This is an optimization exercise on Yosys and OpenROAD, whose aim is small area, a short achievable clock period and few clock cycles, not a production implementation. In this exercise RTL edits were held to simulation tests only and were not proved equivalent to the original. Power figures rest on the tool's default switching activity, not on a simulated workload.

v45:
Design ladle_share, start of the top module:
module ladle_share (
    input  wire         clk,
    input  wire         rst,           
    input  wire         start,
    output wire         ready,
    output reg          done,
    input  wire [14:0]  bud_grid,      
    input  wire [14:0]  bud_site,
    input  wire [14:0]  bud_curt,
    input  wire [14:0]  bud_t1,
    input  wire [14:0]  bud_t2,
    input  wire [7:0]   aux,           
    input  wire [9:0]   eff,           
    input  wire [7:0]   up_step,       
    input  wire [7:0]   act,           
    input  wire [7:0]   rsv,           
    input  wire [127:0] dem,           
    input  wire [15:0]  prio,          
    input  wire [87:0]  volt,          
    output reg          limited,
    output reg  [127:0] alloc,         
    output reg  [151:0] tgt            
);
    localparam TIT = 10;                       
    localparam QB  = 2 * TIT;                  
    integer i, j;
    genvar g;
    reg s_idle, s_run, s_bud, s_mul, s_wdiv, s_wupd, s_wsum, s_wld, s_twait;
    reg tz;                   
    reg tbusy;                
    reg [3:0] tcnt;
    reg [2:0] wcnt;
    reg wfirst, wsec;         
    reg wchk;                 
    reg lim;
    assign ready = s_idle;
    reg  [14:0] b_r [0:2];
    reg  [7:0]  aux_r;
    reg  [11:0] e3_r;             
    reg  [14:0] up100;            
    reg  [7:0]  act_r;
    reg  [7:0]  rsv_r;
    reg  [1:0]  p_r [0:7];
    reg  [10:0] v_r [0:7];        
    reg  [2:0]  bsel;
    reg  [14:0] bdif;
    wire [15:0] bsub [0:2];
    generate
        for (g = 0; g < 3; g = g + 1) begin : g_bs
            assign bsub[g] = {1'b0, b_r[g]} - {8'd0, aux_r};
        end
    endgenerate
    wire b01 = b_r[0] <= b_r[1];
    wire b02 = b_r[0] <= b_r[2];
    wire b12 = b_r[1] <= b_r[2];
    always @* begin
        bsel[0] = b01 & b02;
        bsel[1] = ~b01 & b12;
        bsel[2] = ~b02 & ~b12;
        bdif = 15'd0;
  ...
==> flow/config.mk <==
export PLATFORM = sky130hd
export DESIGN_NAME = ladle_share
export DESIGN_NICKNAME = ladle_share
export VERILOG_FILES = /design/flow/design.v
export SDC_FILE = /design/flow/constraint.sdc
export NUM_CORES = 8
export LEC_CHECK = 0
export ABC_AREA = 1
export CAP_MARGIN = 20
export CORE_MARGIN = 2
export CORE_UTILIZATION = 45
export CTS_CLUSTER_DIAMETER = 100
export CTS_CLUSTER_SIZE = 20
export SLEW_MARGIN = 20
==> flow/constraint.sdc <==
create_clock -name core_clock -period 20.0 [get_ports {clk}]
set_input_delay 4.0000 -clock core_clock [delete_from_list [all_inputs] [get_ports {clk}]]
set_output_delay 4.0000 -clock core_clock [all_outputs]
set_load 0.01 [all_outputs]
standard.sh (not shown) runs the stock make flow with config.mk's settings and CLKGATE_MAP_FILE= SYNTH_SCRIPT=/design/flow/synth_recipe.tcl, a recipe that flattens the netlist after the stock synthesis.
==> flow/flow/run.sh <==
#!/bin/bash
# Layout flow: the standard flow (standard.sh), with repair_timing aiming
# for extra setup slack beyond the design's clock period. The constraints
# (constraint.sdc, the design's clock period) are not changed.
set -euo pipefail
MARGIN=$(cat flow/margin.txt)
bash standard.sh SETUP_SLACK_MARGIN="$MARGIN" finish > standard_flow.log 2>&1
==> flow/flow/margin.txt <==
14.6
Testbench counts of v45, summed over its fixed seeds: cycles 22,857.
## Diff of input files: v31 against v45
-- flow/flow/run.sh --
<<< v45, line 3
# for extra setup slack beyond the design's clock period. The constraints
# (constraint.sdc, the design's clock period) are not changed.
>>> v31, line 3
# for extra setup slack beyond the design's clock period, and the port
# buffers (every input and output still gets one) taken as buf_1, which
# repair may resize. The constraints (constraint.sdc, the design's clock
# period) are not changed.
<<< v45, line 7
>>> v31, line 9
export BUFFER_PORTS_ARGS="-buffer_cell sky130_fd_sc_hd__buf_1"
==> flow/flow/margin.txt <==
14.4
-- flow/config.mk --
<<< v45, line 11
export CORE_UTILIZATION = 45
>>> v31, line 11
export CORE_UTILIZATION = 55
- Arrival time of data at the critical path endpoint: v31 vs v45 up 0.03 ns
- Normalized max-slew margin down 6.4 points in v31 wrt v45
- Diff v45 -> v31 | setup slack | decrease of 0.037 ns
- Summary of v31 over v45: fraction of power spent switching nets went up 1.7 points; sequential power went up about 2%; combinational power went down about 4%; design area went down about 7%; routed via count held.
- v31 against v45: placer congestion estimate rose about 3.2%, clock power share shows a reduction of 0.5 points, pin slew with the least headroom to its limit went up by 0.094 ns.
Here is what was changed in the inputs of v48 compared with v31.
-- flow/config.mk --
<<< v31, line 11
export CORE_UTILIZATION = 55
>>> v48, line 11
export CORE_UTILIZATION = 45
==> comparison <==
- Diff v31 -> v48: buffer count excluding the clock tree in the final layout shows an increase of about 0.8%, power consumption went down, effective utilization at floorplan decreased 10 points, die outline width moved up, post-placement cell count higher.
- Between v48 and v31, the area enclosed by the die boundary is higher for v48.
- v48 -> v31: final hold violation count delta 0, exact match
- v48 ended with less global-route usage than v31.
- The lower average wire per cell in the routed design of v48 and v31 is in v48.
- v48 vs v31 on wire length: v48 is the higher one.

* * *

## red
ladle_share again, from the RTL that the note above started with.
==> flow/design.v (excerpt) <==
module ladle_share (
    input  wire         clk,
    input  wire         rst,           
    input  wire         start,
    output wire         ready,
    output reg          done,
    input  wire [14:0]  bud_grid,      
    input  wire [14:0]  bud_site,
    input  wire [14:0]  bud_curt,
    input  wire [14:0]  bud_t1,
    input  wire [14:0]  bud_t2,
    input  wire [7:0]   aux,           
    input  wire [9:0]   eff,           
    input  wire [7:0]   up_step,       
    input  wire [7:0]   act,           
    input  wire [7:0]   rsv,           
    input  wire [127:0] dem,           
    input  wire [15:0]  prio,          
    input  wire [87:0]  volt,          
    output reg          limited,
    output reg  [127:0] alloc,         
    output reg  [151:0] tgt            
);
Settings: LEC_CHECK=0, ABC_AREA=1, CAP_MARGIN=20, CORE_MARGIN=2, CORE_UTILIZATION=45, CTS_CLUSTER_DIAMETER=100, CTS_CLUSTER_SIZE=20, SLEW_MARGIN=20; clock period 20.0 ns.
==> flow/flow/run.sh <==
#!/bin/bash
# Layout flow: the standard flow (standard.sh), with repair_timing aiming
# for extra setup slack beyond the design's clock period. The constraints
# (constraint.sdc, the design's clock period) are not changed.
set -euo pipefail
MARGIN=$(cat flow/margin.txt)
bash standard.sh SETUP_SLACK_MARGIN="$MARGIN" finish > standard_flow.log 2>&1
==> flow/flow/margin.txt <==
14.4
red went all the way through the flow, and no timing, DRC or antenna check failed.
Testbench counts of red, summed over its fixed seeds: cycles 22,857.
Edits applied to the flow inputs when going from red to blue:
Settings: CTS_CLUSTER_SIZE changed from 20 to 30.
[summary]
Final wirelength | blue above red
Compared to red, blue has final setup slack of the worst path 0.048 ns lower.
Lower number of cells on the critical path was reported by red, not blue.
Combinational power share is lower on blue
red reports its worst setup path endpoint as alloc[14] while blue reports trem[0][3].
For final-layout fill cell count, red and blue come out practically identical.

what the ideal ports hide:
Ports are ideal in the flow. The routed layouts listed here were re-timed in OpenROAD.
Step 1 (the two cells are an assumption about what drives the block):
set clk [get_ports {clk}]
set_driving_cell -lib_cell sky130_fd_sc_hd__clkbuf_16 $clk
set_driving_cell -lib_cell sky130_fd_sc_hd__buf_2 [delete_from_list [all_inputs] $clk]
Step 2 adds t to the input delays and takes it off the output delays; t is the mean of the earliest and latest rising clock arrival at the registers after step 1. Input paths then give back, and output paths get back, about the clock's delay inside the block.
a / b / c = ideal ports / drivers / drivers and shift; a / b = the first two.
run | t, ns | setup slack, ns | worst setup path after step 2 | worst register clock-pin slew, ns | worst slew at a driven data input, ns
v45 | 0.893 | 14.394 / 14.283 / 13.730 | input to register | 0.10 / 0.10 | 0.17
v31 | 0.877 | 14.357 / 14.247 / 13.716 | input to register | 0.10 / 0.10 | 0.19
v48 | 0.879 | 14.380 / 14.280 / 13.732 | input to register | 0.10 / 0.10 | 0.15
red | 0.894 | 14.391 / 14.287 / 13.655 | input to register | 0.10 / 0.10 | 0.12
blue | 0.906 | 14.342 / 14.261 / 13.625 | input to register | 0.12 / 0.12 | 0.12
After both steps setup and hold are still met in every run listed. The setup slack of red, which loses most, moves by -0.104 ns with the drivers and by -0.736 ns with both steps.
